Context: an optimization exercise on an open-source flow, tuned for small area. The choices shown serve that exercise and are no tape-out recipe. RTL that was checked went through simulation tests only; none was proved equivalent to the original. Power figures rest on the tool's default switching activity, not on a simulated workload.

==> inputs of 12-23 <==
==> flow/design.v (excerpt) <==
module chk_unit (
    input  wire        clk,
    input  wire        rst,
    input  wire        f_valid,
    input  wire        f_sof,
    input  wire        f_eof,
    input  wire [2:0]  f_ctx,
    input  wire [7:0]  f_data,
    output reg         v_valid,
    output reg  [2:0]  v_ctx,
    output reg  [1:0]  v_res,
    output reg         v_cfg,
    input  wire        reg_we,
    input  wire        reg_re,
    input  wire [2:0]  reg_ctx,
    input  wire [3:0]  reg_addr,
    input  wire [31:0] reg_wdata,
    output wire [31:0] reg_rdata
);
clock: 12.0 ns
lec_check: 0
cap_margin: 20
core_margin: 2
core_utilization: 40
slew_margin: 20
run.sh (not shown) runs the stock make flow with config.mk's settings and CLKGATE_MAP_FILE= SYNTH_SCRIPT=/design/flow/synth_recipe.tcl, a recipe that flattens the netlist after the stock synthesis.
==> 09-20 (differences from 12-23) <==
--- a/flow/design.v
+++ b/flow/design.v
@@ -58,29 +58,37 @@
         begin
             r = c;
             for (i = 0; i < 8; i = i + 1)
                 r = {1'b0, r[31:1]} ^ ((r[0] ^ b[i]) ? poly_r : 32'h0);
             crc32r_byte = r;
         end
     endfunction
+    function [15:0] inc16(input [15:0] a);
+        integer i;
+        reg c;
+        begin
+            c = 1'b1;
+            for (i = 0; i < 16; i = i + 1) begin
+                inc16[i] = a[i] ^ c;
+                c = c & a[i];
+            end
+        end
+    endfunction
     reg        s_valid;
     reg        s_sof;
     reg        s_eof;
     reg [7:0]  s_data;
     reg [2:0]  s_ctx;        
-    reg [7:0]  s_oh;         
     always @(posedge clk) begin
         s_valid <= f_valid && !rst;
         s_sof   <= f_sof;
         s_eof   <= f_eof;
         s_data  <= f_data;
-        if (f_valid && f_sof) begin
+        if (f_valid && f_sof)
             s_ctx <= f_ctx;
-            s_oh  <= 8'd1 << f_ctx;
-        end
     end
     wire [NCTX-1:0]    cfg_en;
     wire [NCTX-1:0]    cfg_mode;
     wire [NCTX-1:0]    cfg_exp_src;
     wire [NCTX-1:0]    cfg_alive_en;
     wire [NCTX*2-1:0]  cfg_alive_w;
     wire [NCTX*2-1:0]  cfg_poly;
@@ -98,21 +106,21 @@
     wire [NCTX*8-1:0]  cnt_short;
     wire [NCTX*8-1:0]  cnt_cfg;
     wire [NCTX*16-1:0] cnt_repeat;
     wire [NCTX*16-1:0] cnt_gap;
     wire [NCTX*32-1:0] cnt_lost;
     wire [NCTX*4-1:0]  cause;
     reg        a_lw;         
-    reg [15:0] a_word;       
+    reg [3:0]  a_addr;       
     reg [NCTX-1:0] oh;
     always @(posedge clk) begin
         a_lw   <= reg_we && (reg_addr == A_CFG || reg_addr == A_COV || reg_addr == A_FLD);
-        a_word <= 16'd1 << reg_addr;
+        a_addr <= reg_addr;
         oh     <= !(f_valid && !rst) ? 8'd1 << reg_ctx :
-                  f_sof ? 8'd1 << f_ctx : s_oh;
+                  8'd1 << (f_sof ? f_ctx : s_ctx);
     end
     wire [NCTX-1:0] woh = 8'd1 << reg_ctx;       
     reg        m_en, m_mode, m_exp_src, m_alive_en, m_held;
     reg [1:0]  m_alive_w, m_poly, m_result;
     reg [15:0] m_max_gap, m_last;
     reg [11:0] m_cov_len;
     reg [10:0] m_cov_off, m_alive_off, m_chk_off;
@@ -169,15 +177,16 @@
     wire overlap = !m_exp_src && (chk_lo < cov_hi) && (cov_lo < chk_hi);
     reg [11:0] pos_r;        
     reg [31:0] crc_r;        
     reg [31:0] chk_r;
     reg [15:0] alive_r;
     reg        in_cov_r, in_chk_r, in_alv_r;    
     wire [11:0] bpos = s_sof ? 12'd0 : pos_r;
-    wire [12:0] blen = {1'b0, bpos} + 13'd1;    
+    wire [15:0] blen_i = inc16({4'h0, bpos});
+    wire [12:0] blen = blen_i[12:0];            
     wire in_cov = s_sof ? (m_cov_off == 11'd0)   : in_cov_r;
     wire in_chk = s_sof ? (m_chk_off == 11'd0)   : in_chk_r;
     wire in_alv = s_sof ? (m_alive_off == 11'd0) : in_alv_r;
     wire sh_cov = blen < cov_hi;
     wire sh_chk = blen < chk_hi;
     wire sh_alv = blen < alv_hi;
     wire [31:0] crc_cur  = s_sof ? 32'hFFFFFFFF : crc_r;
@@ -211,16 +220,17 @@
     wire v_drop  = !m_en || m_mode || overlap;
     wire v_short = sh_cov || (!m_exp_src && sh_chk) || (m_alive_en && sh_alv);
     wire [15:0] a_mask = (m_alive_w == 2'd0) ? 16'h000F :
                          (m_alive_w == 2'd2) ? 16'hFFFF : 16'h00FF;
     wire [15:0] a_val  = alive_nxt & a_mask;
     wire [15:0] a_dm1  = (a_val + ~m_last) & a_mask;         
     wire        a_zero = (a_dm1 == a_mask);                  
-    wire [15:0] a_mg   = (m_max_gap == 16'd0)  ? 16'd1 :
-                         (m_max_gap > a_mask)  ? a_mask : m_max_gap;
+    wire        mg_big = (m_alive_w == 2'd0) ? (m_max_gap[15:4] != 12'h0) :
+                         (m_alive_w == 2'd2) ? 1'b0 : (m_max_gap[15:8] != 8'h0);
+    wire [15:0] a_mg   = (m_max_gap == 16'd0) ? 16'd1 : mg_big ? a_mask : m_max_gap;
     wire o_cfg   = v_drop;
     wire o_short = !v_drop && v_short;
     wire o_mis   = !v_drop && !v_short && !crc_ok;
     wire o_good  = !v_drop && !v_short && crc_ok;
     wire o_plain = o_good && !m_alive_en;
     wire o_first = o_good && m_alive_en && !m_held;
     wire o_alive = o_good && m_alive_en && m_held;
@@ -232,32 +242,35 @@
     always @(posedge clk) begin
         v_valid <= vd && !rst;
         v_ctx   <= s_ctx;
         v_cfg   <= v_drop;
         v_res   <= v_code;
     end
     wire [31:0] lost_add = m_lost + {16'h0, a_dm1};
+    wire [15:0] a_word = 16'd1 << a_addr;
     assign reg_rdata =
         ({32{a_word[A_CFG]}}   & {m_en, m_mode, m_exp_src, m_alive_en, m_alive_w, m_poly,
                                   8'h0, m_max_gap}) |
         ({32{a_word[A_COV]}}   & {4'h0, m_cov_len, 5'h0, m_cov_off}) |
         ({32{a_word[A_FLD]}}   & {5'h0, m_alive_off, 5'h0, m_chk_off}) |
         ({32{a_word[A_CONST]}} & m_const) |
         ({32{a_word[A_STAT]}}  & {m_held, 13'h0, m_result, m_last}) |
         ({32{a_word[A_PASS]}}  & m_pass) |
         ({32{a_word[A_FAIL]}}  & {m_mismatch, m_short, m_cfg}) |
         ({32{a_word[A_ALIVE]}} & {m_repeat, m_gap}) |
         ({32{a_word[A_LOST]}}  & m_lost) |
         ({32{a_word[A_CAUSE]}} & {28'h0, m_cause});
     wire [31:0] pass_inc     = m_pass + 32'd1;
-    wire [15:0] mismatch_inc = m_mismatch + 16'd1;
-    wire [7:0]  short_inc    = m_short + 8'd1;
-    wire [7:0]  cfg_inc      = m_cfg + 8'd1;
-    wire [15:0] repeat_inc   = m_repeat + 16'd1;
-    wire [15:0] gap_inc      = m_gap + 16'd1;
+    wire [15:0] mismatch_inc = inc16(m_mismatch);
+    wire [15:0] short_i      = inc16({8'h0, m_short});
+    wire [15:0] cfg_i        = inc16({8'h0, m_cfg});
+    wire [7:0]  short_inc    = short_i[7:0];
+    wire [7:0]  cfg_inc      = cfg_i[7:0];
+    wire [15:0] repeat_inc   = inc16(m_repeat);
+    wire [15:0] gap_inc      = inc16(m_gap);
     wire wr_const = reg_we && (reg_addr == A_CONST);
     wire wr_cause = reg_we && (reg_addr == A_CAUSE);
     wire [3:0] cause_set = {vd && o_cfg || !s_valid && a_lw && overlap, vd && o_gap,
                             vd && o_rep, vd && (o_short || o_mis)};
     genvar g;
     generate
         for (g = 0; g < NCTX; g = g + 1) begin : g_ctx
==> flow/flow/run.sh (new file) <==
#!/bin/bash
# Own layout flow: the standard flow (standard synthesis, floorplan, power
# grid, placement, routing) with two changes:
#  - the clock tree is built from clkbuf_8 cells driving clusters of at most
#    18 flip-flops, without the dummy loads CTS adds to balance its levels;
#  - the input and output ports are buffered with buf_2 cells.
# Each tool's full output stays in the ORFS logs under orfs/logs; the make
# run's own output goes to standard.log in this folder.
set -euo pipefail
export CTS_ARGS="-sink_clustering_enable -repair_clock_nets -sink_clustering_size 18 -sink_clustering_max_diameter 50 -buf_list sky130_fd_sc_hd__clkbuf_8 -dont_use_dummy_load"
export BUFFER_PORTS_ARGS="-buffer_cell sky130_fd_sc_hd__buf_2"
bash standard.sh finish > standard.log 2>&1
==> flow/standard.sh (new file) <==
#!/bin/bash
# synth_recipe.tcl (not shown) runs the flow's synth.tcl, then flattens the netlist and writes it again
# the make line also repeats each setting of config.mk as NAME=value (left out here)
make -C /OpenROAD-flow-scripts/flow DESIGN_CONFIG=/design/flow/config.mk WORK_HOME=/design/flow/orfs CLKGATE_MAP_FILE= SYNTH_SCRIPT=/design/flow/synth_recipe.tcl "${@:-finish}"
==> flow/config.mk (replaced) <==
export PLATFORM = sky130hd
export DESIGN_NAME = chk_unit
export DESIGN_NICKNAME = chk_unit
export VERILOG_FILES = /design/flow/design.v
export SDC_FILE = /design/flow/constraint.sdc
export NUM_CORES = 4
export LEC_CHECK = 0
export CAP_MARGIN = 10
export CORE_MARGIN = 2
export CORE_UTILIZATION = 65
export PLACE_DENSITY = 0.72
export SLEW_MARGIN = 10
removed: flow/run.sh
==> notes <==
Against 09-20, the total power of 12-23 is higher by about 25%.
Sequential power: 12-23 is larger than 09-20 (2.7%).
Against 09-20, the flip-flop and latch count of 12-23 is higher by 14.
Between 09-20 and 12-23, the lower core utilization is in 12-23 (gap 24 points).
Between 12-23 and 09-20, the lower fmax is in 12-23 (gap 3.1%, measured against 09-20).
Against 09-20, the clock power of 12-23 is higher by about 90%.
Area after synthesis: 09-20 is smaller than 12-23 (about 0.2%).
==> figures <==
| metric | 12-23 | 09-20 |
|---|---|---|
| Non-clock buffer total of the final layout | 258 | 276 |
| Share of Yosys cell area claimed by the top area cell type | 68.7% | 68.6% |
| Num tapcells | 3009 | 1876 |
| Share of the cycle needed by the critical path after routing | 81.1% | 78.6% |
| Number of inverters outside the clock class in the layout | 96 | 118 |
| Met2 GRT Util | 37.1% | 55.0% |
| Clock network share of area | 6.77% | 2.43% |
| Stages on the worst setup path | 30 | 20 |
| Result of the run | complete, no violations | complete, no violations |
| Power in the clock group | 6660 uW | 3470 uW |
| VDD IR-drop max | 0.135 mV | 0.114 mV |
| Required time of the worst setup path | 12470 ps | 12640 ps |
| Total Wirelength | 295000 um | 277000 um |
| Maximum fanout along the worst path | 37 | 50 |
| Reg2reg end | g_ctx[7].r_pass[26] | g_ctx[7].r_pass[30] |
| Critical Path End | g_ctx[7].r_pass[26] | g_ctx[7].r_pass[30] |
Function not checked in 09-20: the RTL went through the layout flow alone.

---

==> fjord: inputs <==
Another version of the RTL of chk_unit (not shown whole).
Design chk_unit, start of the top module:
module chk_unit (
    input  wire        clk,
    input  wire        rst,
    input  wire        f_valid,
    input  wire        f_sof,
    input  wire        f_eof,
    input  wire [2:0]  f_ctx,
    input  wire [7:0]  f_data,
    output reg         v_valid,
    output reg  [2:0]  v_ctx,
    output reg  [1:0]  v_res,
    output reg         v_cfg,
    input  wire        reg_we,
    input  wire        reg_re,
    input  wire [2:0]  reg_ctx,
    input  wire [3:0]  reg_addr,
    input  wire [31:0] reg_wdata,
    output wire [31:0] reg_rdata
);
export LEC_CHECK = 0
export CAP_MARGIN = 10
export CORE_MARGIN = 2
export CORE_UTILIZATION = 70
export PLACE_DENSITY = 0.76
export SLEW_MARGIN = 10
create_clock -name core_clock -period 12.0 [get_ports {clk}]
standard.sh (not shown) runs the stock make flow with config.mk's settings and CLKGATE_MAP_FILE= SYNTH_SCRIPT=/design/flow/synth_recipe.tcl, a recipe that flattens the netlist after the stock synthesis.
==> flow/flow/run.sh <==
#!/bin/bash
# Own layout flow: the standard flow (standard synthesis, floorplan, power
# grid, placement, routing) with two changes:
#  - the clock tree is built from clkbuf_8 cells driving clusters of at most
#    18 flip-flops, without the dummy loads CTS adds to balance its levels;
#  - the input and output ports are buffered with buf_1 cells.
# Each tool's full output stays in the ORFS logs under orfs/logs; the make
# run's own output goes to standard.log in this folder.
set -euo pipefail
export CTS_ARGS="-sink_clustering_enable -repair_clock_nets -sink_clustering_size 18 -sink_clustering_max_diameter 50 -buf_list sky130_fd_sc_hd__clkbuf_8 -dont_use_dummy_load"
export BUFFER_PORTS_ARGS="-buffer_cell sky130_fd_sc_hd__buf_1"
bash standard.sh finish > standard.log 2>&1
==> yarrow (differences from fjord) <==
--- a/flow/design.v
+++ b/flow/design.v
@@ -110,13 +110,13 @@
     wire [NCTX*32-1:0] cnt_lost;
     wire [NCTX*4-1:0]  cause;
     reg        a_lw;         
     reg [3:0]  a_addr;       
     reg [NCTX-1:0] oh;
     always @(posedge clk) begin
-        a_lw   <= reg_we && !rst && (reg_addr == A_CFG || reg_addr == A_COV || reg_addr == A_FLD);
+        a_lw   <= reg_we && (reg_addr == A_CFG || reg_addr == A_COV || reg_addr == A_FLD);
         a_addr <= reg_addr;
         oh     <= !(f_valid && !rst) ? 8'd1 << reg_ctx :
                   8'd1 << (f_sof ? f_ctx : s_ctx);
     end
     wire [NCTX-1:0] woh = 8'd1 << reg_ctx;       
     reg        m_en, m_mode, m_exp_src, m_alive_en, m_held;
==> flow/run.sh (new file) <==
#!/bin/bash
# synth_recipe.tcl (not shown) runs the flow's synth.tcl, then flattens the netlist and writes it again
# the make line also repeats each setting of config.mk as NAME=value (left out here)
make -C /OpenROAD-flow-scripts/flow DESIGN_CONFIG=/design/flow/config.mk WORK_HOME=/design/flow/orfs CLKGATE_MAP_FILE= SYNTH_SCRIPT=/design/flow/synth_recipe.tcl finish
- CAP_MARGIN: 10 -> 20
- CORE_UTILIZATION: 70 -> 55
- CTS_BUF_LIST: unset -> sky130_fd_sc_hd__clkbuf_8
- CTS_CLUSTER_DIAMETER: unset -> 50
- CTS_CLUSTER_SIZE: unset -> 18
- PLACE_DENSITY: 0.76 -> unset
- SLEW_MARGIN: 10 -> 20
removed: flow/flow/run.sh
removed: flow/standard.sh
==> flow_summary.json <==
{
  "synthXorXnorAreaFrac_pct": 3.28,
  "status": "no timing/DRC/antenna violations",
  "yosys.area.top_type_share_pct": 69.1,
  "final_cells": 7781,
  "wl_um": 270000
}
the above is filed under fjord

==> flow_summary.json <==
{
  "status": "no timing/DRC/antenna violations",
  "synthXorXnorAreaFrac_pct": 3.37,
  "final-clk-cell-share_pct": 4.10,
  "largest_class": "sequential cells",
  "yosys.area.top_type_share_pct": 68.6,
  "rows": 149,
  "synth-simple-area-share_pct": 6.88,
  "wl_um": 290000,
  "final_cells": 8509,
  "grt_use_total_pct": 34.0,
  "synth.most_common_cell": "edfxtp_1"
}
the above is filed under yarrow

Only the layout flow was run in yarrow; the RTL was not checked for function there.

-- re-timing with driven ports --
How much do the figures lean on ideal ports? The routed layouts below were timed once more, with nothing changed but the port constraints.
Step 1, drivers: a clkbuf_16 drives clk and a buf_2 each remaining input, both assumed.
Step 2 also shifts input and output timing later by t, the mid clock arrival at the registers, as if the neighbouring blocks saw the same clock.
Slacks: ideal / step 1 / step 2; pairs: ideal / step 1.
run | t (ns) | setup WS [ns] | worst hold slack (ns) | worst setup path after step 2 | latest minus earliest clock arrival (ns)
12-23 | 0.963 | 2.264 / 2.264 / 2.264 | 0.345 / 0.345 / 0.345 | register to register | 0.099 / 0.098
09-20 | 0.987 | 2.565 / 2.565 / 2.565 | 0.387 / 0.387 / 0.387 | register to register | 0.111 / 0.110
fjord | 1.023 | 2.575 / 2.575 / 2.575 | 0.385 / 0.385 / 0.385 | register to register | 0.115 / 0.115
yarrow | 1.071 | 2.806 / 2.806 / 2.806 | 0.388 / 0.388 / 0.388 | register to register | 0.043 / 0.043
After both steps every run listed still meets setup and hold.
